Context: an optimization exercise on an open-source flow, tuned for small area, a short achievable clock period and few clock cycles per item. The choices shown serve that exercise and are no tape-out recipe.
Function was checked by simulation only, so behaviour that the tests miss may differ from the original.

// cp2_tally
module cp2_tally (
    input  wire         clk,
    input  wire         rst,
    input  wire         in_valid,
    output reg          in_ready,
    input  wire         in_meter,
    input  wire [255:0] in_rec,
    input  wire [63:0]  in_len,
    input  wire [1:0]   in_colour,
    input  wire [59:0]  in_now,
    output reg          out_valid,
    input  wire         out_ready,
    output reg  [255:0] out_rec,
    output reg  [1:0]   out_colour,
    output reg          out_bad
);
Size in the first run: roughly 650 I/O pins.
export LEC_CHECK = 0
export CAP_MARGIN = 20
export CORE_MARGIN = 2
export CORE_UTILIZATION = 40
export SLEW_MARGIN = 20
create_clock -name core_clock -period 22.0 [get_ports {clk}]
standard.sh (not shown) runs the stock make flow with config.mk's settings and CLKGATE_MAP_FILE= SYNTH_SCRIPT=/design/flow/synth_recipe.tcl, a recipe that flattens the netlist after the stock synthesis.
==> flow/flow/run.sh <==
#!/bin/bash
# The standard layout, with timing repair aiming at a setup slack of 13 ns
# instead of 0 (the clock period and constraints are unchanged).
set -euo pipefail
bash standard.sh SETUP_SLACK_MARGIN=13 finish > layout.log 2>&1
The starting point ran to the end with no violations.
Testbench counts at the start, summed over its fixed seeds: cycles 10,409, items 3,200.
Edit:
==> flow/flow/run.sh (replaced) <==
#!/bin/bash
# The standard layout, with timing repair aiming at a setup slack of 14 ns
# instead of 0 (the clock period and constraints are unchanged).
set -euo pipefail
bash standard.sh SETUP_SLACK_MARGIN=14 finish > layout.log 2>&1
--- a/flow/config.mk
+++ b/flow/config.mk
@@ -9,3 +9,3 @@
 export CORE_MARGIN = 2
-export CORE_UTILIZATION = 40
+export CORE_UTILIZATION = 55
 export SLEW_MARGIN = 20
The changed run finished clean.
Worst setup slack improves by 410 ps.
Via count is higher by about 4.5%.
Sequential share of layout area is lower by 0.88 points.
Edit:
==> flow/flow/run.sh (replaced) <==
#!/bin/bash
# The standard layout, with timing repair aiming at a setup slack of 15 ns
# instead of 0 (the clock period and constraints are unchanged).
set -euo pipefail
bash standard.sh SETUP_SLACK_MARGIN=15 finish > layout.log 2>&1
--- a/flow/config.mk
+++ b/flow/config.mk
@@ -9,3 +9,3 @@
 export CORE_MARGIN = 2
-export CORE_UTILIZATION = 55
+export CORE_UTILIZATION = 40
 export SLEW_MARGIN = 20
The changed run passed the timing, design-rule and antenna checks.
Via count went up by 0.40%.
Worst setup slack is better by 72 ps.
Utilization fell by 15 points.
Wire length rose by 5.9%.
Die area grows by 37%.
First-iteration DRC count came out lower by 1.2%.
Fmax grows by 0.85%.
Design area is higher by 5.2%.
Register-to-register slack is worse by 20 ps.
Worst hold slack is worse by 15 ps.
Edit:
==> flow/flow/run.sh (replaced) <==
#!/bin/bash
# The standard layout, with timing repair aiming at a setup slack of 14 ns
# instead of 0 (the clock period and constraints are unchanged).
set -euo pipefail
bash standard.sh SETUP_SLACK_MARGIN=14 finish > layout.log 2>&1
Worst setup slack is better by 110 ps; final cell count falls by 2.2%.

* * *

Another version of the RTL of cp2_tally (not shown whole).
For scale: ~12,000 cells after synthesis, ~650 I/O pins, roughly 110,000 um^2 of cells after synthesis.
Settings: LEC_CHECK=0, CAP_MARGIN=20, CORE_MARGIN=2, CORE_UTILIZATION=40, SLEW_MARGIN=20; clock period 22.0 ns.
run.sh (not shown) runs the stock make flow with config.mk's settings and CLKGATE_MAP_FILE= SYNTH_SCRIPT=/design/flow/synth_recipe.tcl, a recipe that flattens the netlist after the stock synthesis.
Stock flow here: none of the scripts above is used.
Testbench counts at the start, summed over its fixed seeds: cycles 10,409, items 3,200.
Then changed:
==> flow/flow/run.sh (new file) <==
#!/bin/bash
# The standard layout, with timing repair aiming at a setup slack of 14 ns
# instead of 0 (the clock period and constraints are unchanged).
set -euo pipefail
bash standard.sh SETUP_SLACK_MARGIN=14 finish > layout.log 2>&1
==> flow/standard.sh (new file) <==
#!/bin/bash
# synth_recipe.tcl (not shown) runs the flow's synth.tcl, then flattens the netlist and writes it again
# the make line also repeats each setting of config.mk as NAME=value (left out here)
make -C /OpenROAD-flow-scripts/flow DESIGN_CONFIG=/design/flow/config.mk WORK_HOME=/design/flow/orfs CLKGATE_MAP_FILE= SYNTH_SCRIPT=/design/flow/synth_recipe.tcl "${@:-finish}"
removed: flow/run.sh
Result:
- utilization climbs by 2.7 points
- synthesized cell count does not change
- design area goes up by a few percent
- sequential cell count does not change

static timing again, ports no longer ideal:
The results above use ideal ports. As a check the final layouts listed here were re-extracted and re-timed, cells and wires unchanged. Step 1 assumes that a clkbuf_16 drives the clock port and a buf_2 every other input. Step 2 also shifts input and output timing later by t, the mid clock arrival at the registers, as if the neighbouring blocks saw the same clock. Slacks: no drivers / after step 1 / after step 2; pairs: no drivers / after step 1.
run	shift t [ns]	slack for setup (ns)	hold WS [ns]	latest minus earliest clock arrival (ns)
the first run of note 1	0.924	13.126 / 13.159 / 12.273	0.446 / 0.446 / 0.446	0.080 / 0.080
the second run of note 1	0.915	13.538 / 13.584 / 12.669	0.454 / 0.454 / 0.454	0.070 / 0.070
the third run of note 1	0.947	13.610 / 13.610 / 12.820	0.439 / 0.439 / 0.439	0.076 / 0.075
the fourth run of note 1	0.933	13.719 / 13.781 / 12.848	0.446 / 0.446 / 0.446	0.086 / 0.086
the first run of note 2	0.940	11.464 / 11.552 / 10.612	0.475 / 0.475 / 0.475	0.077 / 0.078
the second run of note 2	0.932	13.734 / 13.734 / 13.113	0.476 / 0.476 / 0.476	0.085 / 0.085
After both steps every run listed still meets setup and hold. The setup slack of the fourth run of note 1, which loses most, moves by +0.062 ns with the drivers and by -0.871 ns with both steps.
